Source: an optimization exercise on an open RTL-to-GDS flow (aim: small area, a short achievable clock period and few clock cycles per item). Production flows keep margins and buffers that such runs may drop. In this exercise RTL edits were held to simulation tests only and were not proved equivalent to the original.

## limiter
module limiter (
    input  wire        clk,
    input  wire        rst,
    input  wire [5:0]  la,         
    input  wire        in_valid,
    output wire        in_ready,
    input  wire [31:0] x,          
    input  wire [30:0] thr,        
    input  wire [30:0] k,          
    output wire        out_valid,
    input  wire        out_ready,
    output wire [31:0] y,          
    output wire [28:0] gr          
);
clock: 13.0 ns
lec_check: 0
cap_margin: 20
core_margin: 2
core_utilization: 40
cts_buf_list: sky130_fd_sc_hd__clkbuf_4 sky130_fd_sc_hd__clkbuf_8
setup_slack_margin: 4.0
slew_margin: 20
run.sh (not shown) runs the stock make flow with config.mk's settings and CLKGATE_MAP_FILE= SYNTH_SCRIPT=/design/flow/synth_recipe.tcl, a recipe that flattens the netlist after the stock synthesis.
Testbench counts at the start, summed over its fixed seeds: cycles 12,836, items 12,000.
Next try:
--- a/flow/design.v
+++ b/flow/design.v
@@ -86,49 +86,51 @@
     wire [31:0] nt3 = z4  ? {nt2[27:0], 4'd0} : nt2;
     wire        z2  = ~|na3[31:30];
     wire [31:0] na4 = z2  ? {na3[29:0], 2'd0} : na3;
     wire [31:0] nt4 = z2  ? {nt3[29:0], 2'd0} : nt3;
     wire        z1  = ~na4[31];
     wire [31:0] na5 = z1  ? {na4[30:0], 1'd0} : na4;
     wire [31:0] nt5 = z1  ? {nt4[30:0], 1'd0} : nt4;
     reg         i_v, i_big;
-    reg  [31:0] i_x, i_an, i_bn;
+    reg  [5:0]  i_x;             
+    reg  [31:0] i_an, i_bn;
     reg  [30:0] i_k;
     always @(posedge clk) begin
         if (rst)
             i_v <= 1'b0;
         else if (pipe_adv)
             i_v <= in_valid;
         if (pipe_adv) begin
-            i_x   <= x;
+            i_x   <= {x[31], z16, z8, z4, z2, z1};
             i_k   <= k;
             i_big <= ax_in > {1'b0, thr};
             i_bn  <= na5;
             i_an  <= nt5;
         end
     end
     wire        rv  [0:28];
-    wire [31:0] rx  [0:28];
+    wire [5:0]  rx  [0:28];
     wire [30:0] rk  [0:28];
     wire        rbg [0:28];
     wire [31:0] rbn [0:28];
     wire [34:0] rs  [0:28];
     wire [34:0] rc  [0:28];
     wire [27:0] rqp [0:28];
     wire [27:0] rqn [0:28];
     wire [28:0] rQ  [0:28];
     wire [28:0] rQM [0:28];
     wire [27:0] rDP [0:28];
     wire [27:0] rDN [0:28];
     genvar gi;
     generate
         for (gi = 0; gi < 28; gi = gi + 1) begin : row
             wire        v_i, bg_i;
-            wire [31:0] x_i, bn_i;
+            wire [5:0]  x_i;
+            wire [31:0] bn_i;
             wire [30:0] k_i;
             wire [34:0] s_i, c_i;
             wire [27:0] qp_i, qn_i;
             wire [28:0] Q_i, QM_i;
             wire [27:0] dp_i, dn_i;
             if (gi == 0) begin : first
                 assign v_i = i_v; assign x_i = i_x; assign k_i = i_k; assign bg_i = i_big;
                 assign bn_i = i_bn; assign s_i = {3'b000, i_an}; assign c_i = 35'd0;
@@ -140,37 +142,38 @@
                 localparam integer A2 = stage_start(A);
                 localparam [28:0] UO = 29'd1 << (28 - A2);
                 localparam [28:0] UN = 29'd1 << (28 - A);
                 wire [28:0] dd   = {1'b0, rDP[gi]} - {1'b0, rDN[gi]};
                 wire [28:0] dlo  = dd & (UO - 29'd1);
                 wire [28:0] base = dd[28] ? rQM[gi] : rQ[gi];
                 wire [28:0] cq   = base | dlo;
                 wire [28:0] cqm  = (dd == 29'd0) ? (rQM[gi] | (UO - UN)) : (base | (dlo - UN));
-                reg  [28:0] Q_q, QM_q;
+                reg  [28:0] Q_q;
                 reg  [27:0] dp_q, dn_q;
                 reg        v_q, bg_q;
-                reg [31:0] x_q, bn_q;
+                reg [5:0]  x_q;
+                reg [31:0] bn_q;
                 reg [30:0] k_q;
                 reg [34:0] s_q, c_q;
                 always @(posedge clk) begin
                     if (rst)
                         v_q <= 1'b0;
                     else if (pipe_adv)
                         v_q <= rv[gi];
                     if (pipe_adv) begin
                         x_q <= rx[gi]; k_q <= rk[gi]; bg_q <= rbg[gi]; bn_q <= rbn[gi];
-                        s_q <= rs[gi]; c_q <= rc[gi]; Q_q <= cq; QM_q <= cqm;
+                        s_q <= rs[gi]; c_q <= rc[gi]; Q_q <= cq;
                         dp_q <= rqp[gi]; dn_q <= rqn[gi];
                     end
                 end
                 assign v_i = v_q; assign x_i = x_q; assign k_i = k_q; assign bg_i = bg_q;
                 assign bn_i = bn_q; assign s_i = s_q; assign c_i = c_q;
                 assign qp_i = 28'd0; assign qn_i = 28'd0;
-                assign Q_i = Q_q; assign QM_i = QM_q;
+                assign Q_i = Q_q; assign QM_i = Q_q - UN;
                 assign dp_i = dp_q; assign dn_i = dn_q;
             end else begin : pass
                 assign v_i = rv[gi]; assign x_i = rx[gi]; assign k_i = rk[gi]; assign bg_i = rbg[gi];
                 assign bn_i = rbn[gi]; assign s_i = rs[gi]; assign c_i = rc[gi];
                 assign qp_i = rqp[gi]; assign qn_i = rqn[gi];
                 assign Q_i = rQ[gi]; assign QM_i = rQM[gi];
                 assign dp_i = rDP[gi]; assign dn_i = rDN[gi];
             end
@@ -230,28 +233,30 @@
     wire [34:0] wfin = rs[28] + rc[28];
     wire        wneg = wfin[34];
     wire [28:0] fd   = {1'b0, rqp[28]} - {1'b0, rqn[28]};
     wire [28:0] flo  = fd & (UOE - 29'd1);
     wire [28:0] fbas = fd[28] ? eqm : eq;
     wire [28:0] fq   = fbas | flo;
     wire [28:0] fqm  = (fd == 29'd0) ? (eqm | (UOE - 29'd1)) : (fbas | (flo - 29'd1));
     wire [28:0] gn_d = rbg[28] ? {1'b0, (wneg ? fqm[27:0] : fq[27:0])} : ONE;
+    wire [31:0] x_mag = rbn[28] >> rx[28][4:0];
+    wire [31:0] x_rec = rx[28][5] ? 32'd0 - x_mag : x_mag;
     reg         p_v, p_bg;
     reg  [31:0] p_x;
     reg  [30:0] p_k;
     reg  [31:0] p_kp;            
     reg  [28:0] p_gn;
     always @(posedge clk) begin
         if (rst)
             p_v <= 1'b0;
         else if (pipe_adv)
             p_v <= rv[28];
         if (pipe_adv) begin
-            p_x   <= rx[28];
+            p_x   <= x_rec;
             p_k   <= rk[28];
             p_kp  <= 32'h8000_0000 - {1'b0, rk[28]};
             p_bg  <= rbg[28];
             p_gn  <= gn_d;
         end
     end
     reg  [28:0] g, s, t;
     reg  [5:0]  h;
Outcome:
- The changed run passed the timing, DRC and antenna checks
- setup slack is better by 0.028 ns
- synthesized area is lower slightly
- routed wire length goes down by a few percent
- register-to-register slack improved by 0.03 ns
- clock skew rose by 0.0042 ns
- global-route usage is lower by 0.47 points
- maximum frequency went up slightly
- flip-flop and latch count falls by 206
- synthesized cell count went up slightly
- final cell count grows slightly
- worst hold slack loses 0.033 ns
- core utilization rises by 0.26 points
Testbench counts after the change, summed over its fixed seeds: cycles 12,836, items 12,000.

what the ideal ports hide:
Ports are ideal in the flow. The routed layouts listed here were re-timed in OpenROAD.
Step 1 (the two cells are an assumption about what drives the block):
set clk [get_ports {clk}]
set_driving_cell -lib_cell sky130_fd_sc_hd__clkbuf_16 $clk
set_driving_cell -lib_cell sky130_fd_sc_hd__buf_2 [delete_from_list [all_inputs] $clk]
Step 2 adds t to the input delays and takes it off the output delays; t is the mean of the earliest and latest rising clock arrival at the registers after step 1. Input paths then give back, and output paths get back, about the clock's delay inside the block.
Three values: ideal, step 1, step 2; two values: the first two.
run	shift t [ns]	setup WS [ns]	hold WS [ns]	worst data-port slew with drivers (ns)
the first run	1.210	4.149 / 4.149 / 3.558	0.296 / 0.296 / 0.296	0.12
the second run	1.238	4.177 / 4.177 / 3.359	0.263 / 0.263 / 0.263	0.06
After both steps setup and hold are still met in every run listed. The setup slack of the second run, which loses most, moves by 0.000 ns with the drivers and by -0.818 ns with both steps.
